Background: an optimization exercise with open tools, aiming at small area, a short achievable clock period and few clock cycles per item. Do not read the settings as production practice. Function was checked by simulation only, so behaviour that the tests miss may differ from the original. No activity file was given, so power comes from the tool's default toggle rates.

==> v12: inputs <==
==> flow/design.v (excerpt) <==
module trtcm_meter_bank (
    input  wire        clk,
    input  wire        rst,
    input  wire        in_valid,
    output wire        in_ready,
    input  wire        in_cfg,
    input  wire [3:0]  in_idx,
    input  wire [13:0] in_len,
    input  wire [39:0] in_ts,
    input  wire [27:0] in_cir,
    input  wire [27:0] in_pir,
    input  wire [23:0] in_cbs,
    input  wire [23:0] in_pbs,
    output reg         out_valid,
    output reg  [1:0]  out_colour
);
    localparam int NM = 8;
    localparam logic [1:0] GREEN       = 2'b00;
    localparam logic [1:0] YELLOW      = 2'b01;
    localparam logic [1:0] RED         = 2'b10;
    localparam logic [1:0] NOT_METERED = 2'b11;
    logic ready_q;
    assign in_ready = ready_q;
    logic       s1_v;
    logic [1:0] s1_k;           
    wire        hold = s1_v & (s1_k != 2'd0);
    logic         s0_v;
    logic         s0_cfg;
    logic [3:0]   s0_idx;
    logic [103:0] s0_w;
    always_ff @(posedge clk) begin
        if (rst) s0_v <= 1'b0;
  ...
clock: 28.0 ns
lec_check: 0
cap_margin: 20
core_margin: 2
core_utilization: 30
cts_buf_list: sky130_fd_sc_hd__clkbuf_8
gpl_routability_driven: 1
place_density: 0.45
slew_margin: 20
standard.sh (not shown) runs the stock make flow with config.mk's settings and CLKGATE_MAP_FILE= SYNTH_SCRIPT=/design/flow/synth_recipe.tcl, a recipe that flattens the netlist after the stock synthesis.
==> flow/flow/run.sh <==
#!/bin/bash
# The standard layout (standard.sh), with the ports buffered by
# sky130_fd_sc_hd__buf_4 instead of the smallest buffer cell ORFS picks
# (clkdlybuf4s50_1, a delay cell that is slow on the output paths).
set -euo pipefail
export BUFFER_PORTS_ARGS="-buffer_cell sky130_fd_sc_hd__buf_4"
bash standard.sh > standard.log 2>&1
==> v25: changes against v12 <==
--- a/flow/design.v
+++ b/flow/design.v
@@ -123,30 +123,24 @@
             s1_qp  <= {1'b0, pbs1} - {11'd0, len1};
             s1_len <= len1;
         end
     end
     wire [17:0] chunk = (s1_k == 2'd2) ? {14'd0, s1_dt[39:36]} :
                         (s1_k == 2'd1) ? s1_dt[35:18] : s1_dt[17:0];
-    wire [49:0] xc, yc, xp, yp;
+    wire [47:0] xc, yc, xp, yp;
     mul_cs u_mul_c (.a(s1_cir), .b(chunk), .x(xc), .y(yc));
     mul_cs u_mul_p (.a(s1_pir), .b(chunk), .x(xp), .y(yp));
     logic               s2_v;       
     logic               s2_first;
     logic               s2_cfg;
     logic               s2_met;
     logic [2:0]         s2_m;
-    logic [49:0]        s2_xc, s2_yc, s2_xp, s2_yp;
-    logic [36:0]        s2_b;       
-    logic [47:0]        s2_qc;      
-    logic [47:0]        s2_qp;      
-    wire [27:0]        lx   = {14'd0, s1_len};
-    wire [27:0]        b15  = (lx << 14) - (lx << 10) + (lx << 8) + (lx << 3) + lx;
-    wire [38:0]        qcx  = {{14{s1_qc[24]}}, s1_qc};
-    wire [38:0]        qpx  = {{14{s1_qp[24]}}, s1_qp};
-    wire [38:0]        qc15 = (qcx << 14) - (qcx << 10) + (qcx << 8) + (qcx << 3) + qcx;
-    wire [38:0]        qp15 = (qpx << 14) - (qpx << 10) + (qpx << 8) + (qpx << 3) + qpx;
+    logic [47:0]        s2_xc, s2_yc, s2_xp, s2_yp;
+    logic [13:0]        s2_len;
+    logic [24:0]        s2_qc;      
+    logic [24:0]        s2_qp;      
     always_ff @(posedge clk) begin
         if (rst) s2_v <= 1'b0;
         else     s2_v <= s1_v & ~hold;
     end
     always_ff @(posedge clk) begin
         s2_first <= s1_first;
@@ -154,40 +148,40 @@
         s2_met   <= s1_met;
         s2_m     <= s1_m;
         s2_xc    <= xc;
         s2_yc    <= yc;
         s2_xp    <= xp;
         s2_yp    <= yp;
-        s2_b     <= {b15, 9'd0};
-        s2_qc    <= {qc15, 9'd0};
-        s2_qp    <= {qp15, 9'd0};
+        s2_len   <= s1_len;
+        s2_qc    <= s1_qc;
+        s2_qp    <= s1_qp;
     end
     logic [NM-1:0][46:0] d_q;       
     logic [NM-1:0][46:0] e_q;       
     logic [NM-1:0]       de_ok;     
     logic               s3_v;
     logic               s3_cfg;
     logic               s3_met;
     logic [2:0]         s3_m;
     logic [46:0]        s3_gc, s3_gp;
     logic [46:0]        s3_d, s3_e;
     logic [36:0]        s3_b;       
-    logic [49:0]        s3_rc;      
-    logic [49:0]        s3_rp;      
-    logic               s3_qcn;     
-    logic               s3_qpn;     
+    logic [47:0]        s3_qc;      
+    logic [47:0]        s3_qp;      
+    wire [27:0]        lx   = {14'd0, s2_len};
+    wire [27:0]        b15  = (lx << 14) - (lx << 10) + (lx << 8) + (lx << 3) + lx;
+    wire [38:0]        qcx  = {{14{s2_qc[24]}}, s2_qc};
+    wire [38:0]        qpx  = {{14{s2_qp[24]}}, s2_qp};
+    wire [38:0]        qc15 = (qcx << 14) - (qcx << 10) + (qcx << 8) + (qcx << 3) + qcx;
+    wire [38:0]        qp15 = (qpx << 14) - (qpx << 10) + (qpx << 8) + (qpx << 3) + qpx;
     wire [46:0] acc_c = s2_first ? 47'd0 : {s3_gc[28:0], 18'd0};
     wire [46:0] acc_p = s2_first ? 47'd0 : {s3_gp[28:0], 18'd0};
     wire        sat_c = ~s2_first & (|s3_gc[46:29]);
     wire        sat_p = ~s2_first & (|s3_gp[46:29]);
-    wire [47:0] sum_c = {1'b0, acc_c} + s2_xc[47:0] + s2_yc[47:0];      
-    wire [47:0] sum_p = {1'b0, acc_p} + s2_xp[47:0] + s2_yp[47:0];
-    wire [49:0] r_c   = {3'd0, acc_c} + s2_xc + s2_yc + {{2{s2_qc[47]}}, s2_qc};   
-    wire [49:0] r_p   = {3'd0, acc_p} + s2_xp + s2_yp + {{2{s2_qp[47]}}, s2_qp};
-    wire        gc_sat = sat_c | sum_c[47];
-    wire        gp_sat = sat_p | sum_p[47];
+    wire [47:0] sum_c = {1'b0, acc_c} + s2_xc + s2_yc;      
+    wire [47:0] sum_p = {1'b0, acc_p} + s2_xp + s2_yp;
     logic [46:0] d_new, e_new;
     logic        fr4, cfg4;
     logic        s5_v;
     logic [2:0]  s5_m;
     logic [46:0] s5_d, s5_e;
     wire        fwd4 = (s2_m == s3_m);
@@ -204,41 +198,33 @@
         else     s3_v <= s2_v;
     end
     always_ff @(posedge clk) begin
         s3_cfg <= s2_cfg;
         s3_met <= s2_met;
         s3_m   <= s2_m;
-        s3_gc  <= gc_sat ? {47{1'b1}} : sum_c[46:0];
-        s3_gp  <= gp_sat ? {47{1'b1}} : sum_p[46:0];
-        s3_rc  <= gc_sat ? {1'b0, {49{1'b1}}} : r_c;
-        s3_rp  <= gp_sat ? {1'b0, {49{1'b1}}} : r_p;
-        s3_qcn <= s2_qc[47];
-        s3_qpn <= s2_qp[47];
+        s3_gc  <= (sat_c | sum_c[47]) ? {47{1'b1}} : sum_c[46:0];
+        s3_gp  <= (sat_p | sum_p[47]) ? {47{1'b1}} : sum_p[46:0];
         s3_d   <= d2;
         s3_e   <= e2;
-        s3_b   <= s2_b;
+        s3_b   <= {b15, 9'd0};
+        s3_qc  <= {qc15, 9'd0};
+        s3_qp  <= {qp15, 9'd0};
     end
     wire [48:0]        dsub = {2'd0, s3_d} - {2'd0, s3_gc};
     wire [48:0]        esub = {2'd0, s3_e} - {2'd0, s3_gp};
     wire [46:0]        dadd = s3_d - s3_gc + 47'(s3_b);
     wire [46:0]        eadd = s3_e - s3_gp + 47'(s3_b);
-    wire [49:0]        dcmp = {3'd0, s3_d} - s3_rc - 50'd1;     
-    wire [49:0]        ecmp = {3'd0, s3_e} - s3_rp - 50'd1;
+    wire [49:0]        dcmp = {3'd0, s3_d} - {3'd0, s3_gc} - {{2{s3_qc[47]}}, s3_qc} - 50'd1;
+    wire [49:0]        ecmp = {3'd0, s3_e} - {3'd0, s3_gp} - {{2{s3_qp[47]}}, s3_qp} - 50'd1;
     wire dge   = ~dsub[48];                           
     wire ege   = ~esub[48];
-    wire ylw   = s3_qcn | ~dcmp[49];                  
-    wire red   = s3_qpn | ~ecmp[49];                  
+    wire ylw   = s3_qc[47] | ~dcmp[49];               
+    wire red   = s3_qp[47] | ~ecmp[49];               
     wire green = ~red & ~ylw;
-    wire d_add = green & dge;
-    wire d_sub = ~green & dge;
-    wire d_b   = green & ~dge;
-    wire e_add = ~red & ege;
-    wire e_sub = red & ege;
-    wire e_b   = ~red & ~ege;
-    assign d_new = ({47{d_add}} & dadd) | ({47{d_sub}} & dsub[46:0]) | ({47{d_b}} & 47'(s3_b));
-    assign e_new = ({47{e_add}} & eadd) | ({47{e_sub}} & esub[46:0]) | ({47{e_b}} & 47'(s3_b));
+    assign d_new = dge ? (green ? dadd : dsub[46:0]) : (green ? 47'(s3_b) : 47'd0);
+    assign e_new = ege ? (red ? esub[46:0] : eadd)   : (red ? 47'd0 : 47'(s3_b));
     assign fr4  = s3_v & ~s3_cfg & s3_met;
     assign cfg4 = s3_v &  s3_cfg & s3_met;
     always_ff @(posedge clk) begin
         if (rst) s5_v <= 1'b0;
         else     s5_v <= fr4;
     end
@@ -274,14 +260,14 @@
         end
     end
 endmodule
 module mul_cs (
     input  wire [27:0] a,
     input  wire [17:0] b,
-    output wire [49:0] x,
-    output wire [49:0] y
+    output wire [47:0] x,
+    output wire [47:0] y
 );
     wire one0;
     wire two0;
     wire neg0;
     wire t1;
     wire t2;
@@ -1981,9 +1967,9 @@
     assign t817 = t730 ^ t731 ^ 1'b1;
     assign t818 = (t730 & t731) | (1'b1 & (t730 ^ t731));
     assign t819 = t732 ^ t270 ^ t298;
     assign t820 = (t732 & t270) | (t298 & (t732 ^ t270));
     assign t821 = t299 ^ 1'b1;
     assign t822 = t299 & 1'b1;
-    assign x = {1'b1, 1'b1, t822, t820, t818, t816, t814, t812, t810, t808, t806, t804, t802, t800, t798, t796, t794, t792, t790, t788, t786, t784, t782, t780, t778, t776, t774, t772, t770, t768, t766, t764, t762, t760, t758, t756, t754, t752, t750, t748, t746, t744, t742, t740, t738, t736, t734, t733, t2, t1};
-    assign y = {1'b0, 1'b0, t300, t821, t819, t817, t815, t813, t811, t809, t807, t805, t803, t801, t799, t797, t795, t793, t791, t789, t787, t785, t783, t781, t779, t777, t775, t773, t771, t769, t767, t765, t763, t761, t759, t757, t755, t753, t751, t749, t747, t745, t743, t741, t739, t737, t735, neg1, 1'b0, neg0};
+    assign x = {t822, t820, t818, t816, t814, t812, t810, t808, t806, t804, t802, t800, t798, t796, t794, t792, t790, t788, t786, t784, t782, t780, t778, t776, t774, t772, t770, t768, t766, t764, t762, t760, t758, t756, t754, t752, t750, t748, t746, t744, t742, t740, t738, t736, t734, t733, t2, t1};
+    assign y = {t300, t821, t819, t817, t815, t813, t811, t809, t807, t805, t803, t801, t799, t797, t795, t793, t791, t789, t787, t785, t783, t781, t779, t777, t775, t773, t771, t769, t767, t765, t763, t761, t759, t757, t755, t753, t751, t749, t747, t745, t743, t741, t739, t737, t735, neg1, 1'b0, neg0};
 endmodule
==> flow/flow/run.sh (replaced) <==
#!/bin/bash
# The standard layout (standard.sh), with the ports buffered by
# sky130_fd_sc_hd__buf_2 instead of the smallest buffer cell ORFS picks
# (clkdlybuf4s50_1, a delay cell that is slow on the output paths).
set -euo pipefail
export BUFFER_PORTS_ARGS="-buffer_cell sky130_fd_sc_hd__buf_2"
bash standard.sh > standard.log 2>&1
--- a/flow/config.mk
+++ b/flow/config.mk
@@ -5,10 +5,9 @@
 export SDC_FILE = /design/flow/constraint.sdc
 export NUM_CORES = 4
 export LEC_CHECK = 0
 export CAP_MARGIN = 20
 export CORE_MARGIN = 2
 export CORE_UTILIZATION = 30
-export CTS_BUF_LIST = sky130_fd_sc_hd__clkbuf_8
 export GPL_ROUTABILITY_DRIVEN = 1
 export PLACE_DENSITY = 0.45
 export SLEW_MARGIN = 20
==> comparison <==
v12 finished with timing, DRC and antenna clean. v25 finished but fails on antenna violations.
Of v25 and v12, v25 has the higher clock power (gap about 5.5%, measured against v12).
In v12 the register-to-register slack is better than in v25, by 1.5 ns.
Of v25 and v12, v25 has the higher hold slack (gap 0.013 ns).
Against v12, the combinational power of v25 is lower by about 40%.
In v12 the die area is higher than in v25, by 6.3%.
Against v25, the non-clock buffer count of v12 is higher by 5.
Critical path depth: v12 is lower than v25 (26).
Of v12 and v25, v12 has the higher design area (gap 6.1%, measured against v25).
In v12 the core utilization is lower than in v25, by 0.16 points.
Testbench counts of v12, summed over its fixed seeds: cycles 24,168, items 24,000.
Testbench counts of v25, summed over its fixed seeds: cycles 24,168, items 24,000.

==> separate check: timing with driven ports <==
How much do the figures lean on ideal ports? The routed layouts below were timed once more, with nothing changed but the port constraints.
Step 1 (the two cells are an assumption about what drives the block):
set clk [get_ports {clk}]
set_driving_cell -lib_cell sky130_fd_sc_hd__clkbuf_16 $clk
set_driving_cell -lib_cell sky130_fd_sc_hd__buf_2 [delete_from_list [all_inputs] $clk]
Step 2, shift: input delay + t, output delay - t, t = (earliest + latest rising clock arrival at the registers) / 2. This alone moves slack from input paths to output paths.
Three values: no drivers, after step 1, after step 2; two values: the first two.
| run | shift t [ns] | setup WS [ns] | worst hold slack (ns) | slew at the worst register clock pin (ns) |
|---|---|---|---|---|
| v12 | 1.322 | 20.055 / 19.940 / 20.960 | 0.315 / 0.315 / 0.315 | 0.08 / 0.08 |
| v25 | 1.058 | 19.461 / 19.461 / 19.461 | 0.328 / 0.328 / 0.328 | 0.07 / 0.07 |
